Context: an optimization exercise on an open-source flow, tuned for small area and a short achievable clock period. The choices shown serve that exercise and are no tape-out recipe.
In this exercise RTL edits were held to simulation tests only and were not proved equivalent to the original.

## try-juniper
==> flow/design.v (excerpt) <==
module chk_unit (
    input  wire        clk,
    input  wire        rst,           
    input  wire        wr_cfg,        
    input  wire        wr_init,       
    input  wire        wr_value,      
    input  wire [31:0] wdata,
    input  wire        s_valid,
    input  wire [63:0] s_data,        
    input  wire [2:0]  s_nbm1,        
    input  wire        s_last,        
    input  wire        s_check,       
    output wire [1:0]  code,
    output wire [31:0] value,
    output wire [31:0] result,
    output wire        residue_ok,
    output wire [15:0] fail_cnt,
    output wire [15:0] refused_cnt
);
    function [31:0] width_mask(input [1:0] c);
        case (c)
            2'd0, 2'd1: width_mask = 32'hFFFF_FFFF;
            2'd2:       width_mask = 32'h0000_FFFF;
            default:    width_mask = 32'h0000_00FF;
        endcase
    endfunction
    function [31:0] init_value(input [1:0] c);
        case (c)
            2'd0, 2'd1: init_value = 32'hFFFF_FFFF;
  ...
Size in the first run: about 2100 cells after synthesis.
==> flow/config.mk <==
export PLATFORM = sky130hd
export DESIGN_NAME = chk_unit
export DESIGN_NICKNAME = chk_unit
export VERILOG_FILES = /design/flow/design.v
export SDC_FILE = /design/flow/constraint.sdc
export NUM_CORES = 4
export LEC_CHECK = 0
export CAP_MARGIN = 20
export CORE_MARGIN = 2
export CORE_UTILIZATION = 55
export SETUP_SLACK_MARGIN = 2
export SLEW_MARGIN = 20
export DONT_USE_CELLS = sky130_fd_sc_hd__xor3_1 sky130_fd_sc_hd__xor3_2 sky130_fd_sc_hd__xor3_4 sky130_fd_sc_hd__xnor3_1 sky130_fd_sc_hd__xnor3_2 sky130_fd_sc_hd__xnor3_4
export BUFFER_PORTS_ARGS = -buffer_cell sky130_fd_sc_hd__buf_1
==> flow/constraint.sdc <==
create_clock -name core_clock -period 25.0 [get_ports {clk}]
set_input_delay 5.0000 -clock core_clock [delete_from_list [all_inputs] [get_ports {clk}]]
set_output_delay 5.0000 -clock core_clock [all_outputs]
set_load 0.01 [all_outputs]
standard.sh (not shown) runs the stock make flow with config.mk's settings and CLKGATE_MAP_FILE= SYNTH_SCRIPT=/design/flow/synth_recipe.tcl, a recipe that flattens the netlist after the stock synthesis.
==> flow/flow/run.sh <==
#!/bin/bash
# Standard layout (the standard.sh) with these changes:
#  - no three-input XOR cells (two XOR2 are smaller than one XOR3 here);
#  - ports buffered with the smallest buffer instead of a delay buffer;
#  - the timing repair aims for more setup slack than the design's margin.
set -euo pipefail
cat >> config.mk <<'EOC'
export DONT_USE_CELLS = sky130_fd_sc_hd__xor3_1 sky130_fd_sc_hd__xor3_2 sky130_fd_sc_hd__xor3_4 sky130_fd_sc_hd__xnor3_1 sky130_fd_sc_hd__xnor3_2 sky130_fd_sc_hd__xnor3_4
export BUFFER_PORTS_ARGS = -buffer_cell sky130_fd_sc_hd__buf_1
EOC
bash standard.sh SETUP_SLACK_MARGIN=${MARGIN:-16.5} SETUP_MOVE_SEQUENCE=sizeup,swap finish > standard.log 2>&1
try-juniper: flow completed, timing, DRC and antenna clean
[inputs] try-garnet vs try-juniper
Settings: CORE_UTILIZATION now 40, was 55.
--- a/flow/flow/run.sh
+++ b/flow/flow/run.sh
@@ -10,2 +10,2 @@
 EOC
-bash standard.sh SETUP_SLACK_MARGIN=${MARGIN:-16.5} SETUP_MOVE_SEQUENCE=sizeup,swap finish > standard.log 2>&1
+bash standard.sh SETUP_SLACK_MARGIN=${MARGIN:-15} finish > standard.log 2>&1
## What came out
Changes observed in try-garnet relative to try-juniper: non-clock buffer count went up by about 14%, clock period minus final worst setup slack went up by 0.31 ns, via count went down by about 1.8%. Looking at total wirelength of the detailed-routed design, try-garnet sits 13000 um above try-juniper.
Inputs modified between try-garnet and try-harbor:
Settings: CORE_UTILIZATION: 40 -> 55.
## What came out
- Sequential share of layout area for try-harbor: 0.19 points up relative to try-garnet
- Relative to try-garnet, total iterations of the first detailed-routing run decreased by 3 in try-harbor.
- First-iteration DRC count (try-garnet / try-harbor): 0.76
- Floorplan check, try-harbor vs try-garnet: die outline smaller in try-harbor
- Fmax: lower on try-garnet
- try-harbor against try-garnet: total area of multi-input combinational cells flat, via count of the first global-routing pass up 147, non-clock buffer count down 32.
Setup changes, try-harbor to try-tundra
Settings: swapping 55 for 40 in CORE_UTILIZATION.
--- a/flow/flow/run.sh
+++ b/flow/flow/run.sh
@@ -10,2 +10,2 @@
 EOC
-bash standard.sh SETUP_SLACK_MARGIN=${MARGIN:-15} finish > standard.log 2>&1
+bash standard.sh SETUP_SLACK_MARGIN=${MARGIN:-16} finish > standard.log 2>&1
### Flow results
try-tundra finished every step from synthesis to the final layout, and the layout passed the timing, design-rule and antenna checks. Between try-harbor and try-tundra, hold slack decreased. Overall fraction of global-route tracks in use: higher on try-harbor. Comparing the two runs side by side, try-tundra comes out ahead of try-harbor on minimum clock period after layout.

afterwards: timing with drivers on the ports:
No port has a modelled driver above. Below, the same layouts with a new extraction and two added sets of constraints.
Step 1 assumes that a clkbuf_16 drives the clock port and a buf_2 every other input.
Step 2 times the ports against the registers' clock, not the clock port: input delays grow and output delays shrink by t, the midpoint of the rising clock arrivals with the driver on.
Slacks: ideal ports / drivers / drivers and shift; pairs: ideal ports / drivers.
| run | t (ns) | setup slack, ns | hold WS [ns] | latest minus earliest clock arrival (ns) | cell pins on the clock port's net |
|---|---|---|---|---|---|
| try-juniper | 0.384 | 15.118 / 15.114 / 14.730 | 0.553 / 0.553 / 0.553 | 0.015 / 0.015 | 1 |
| try-garnet | 0.381 | 14.810 / 14.825 / 14.445 | 0.550 / 0.550 / 0.550 | 0.013 / 0.013 | 1 |
| try-harbor | 0.385 | 14.941 / 14.957 / 14.573 | 0.553 / 0.553 / 0.553 | 0.017 / 0.017 | 1 |
| try-tundra | 0.385 | 15.933 / 15.949 / 15.564 | 0.544 / 0.544 / 0.544 | 0.016 / 0.016 | 1 |
After both steps every run listed still meets setup and hold. For try-juniper, which loses most, drivers alone change the setup slack by -0.004 ns; drivers and shift together by -0.388 ns.
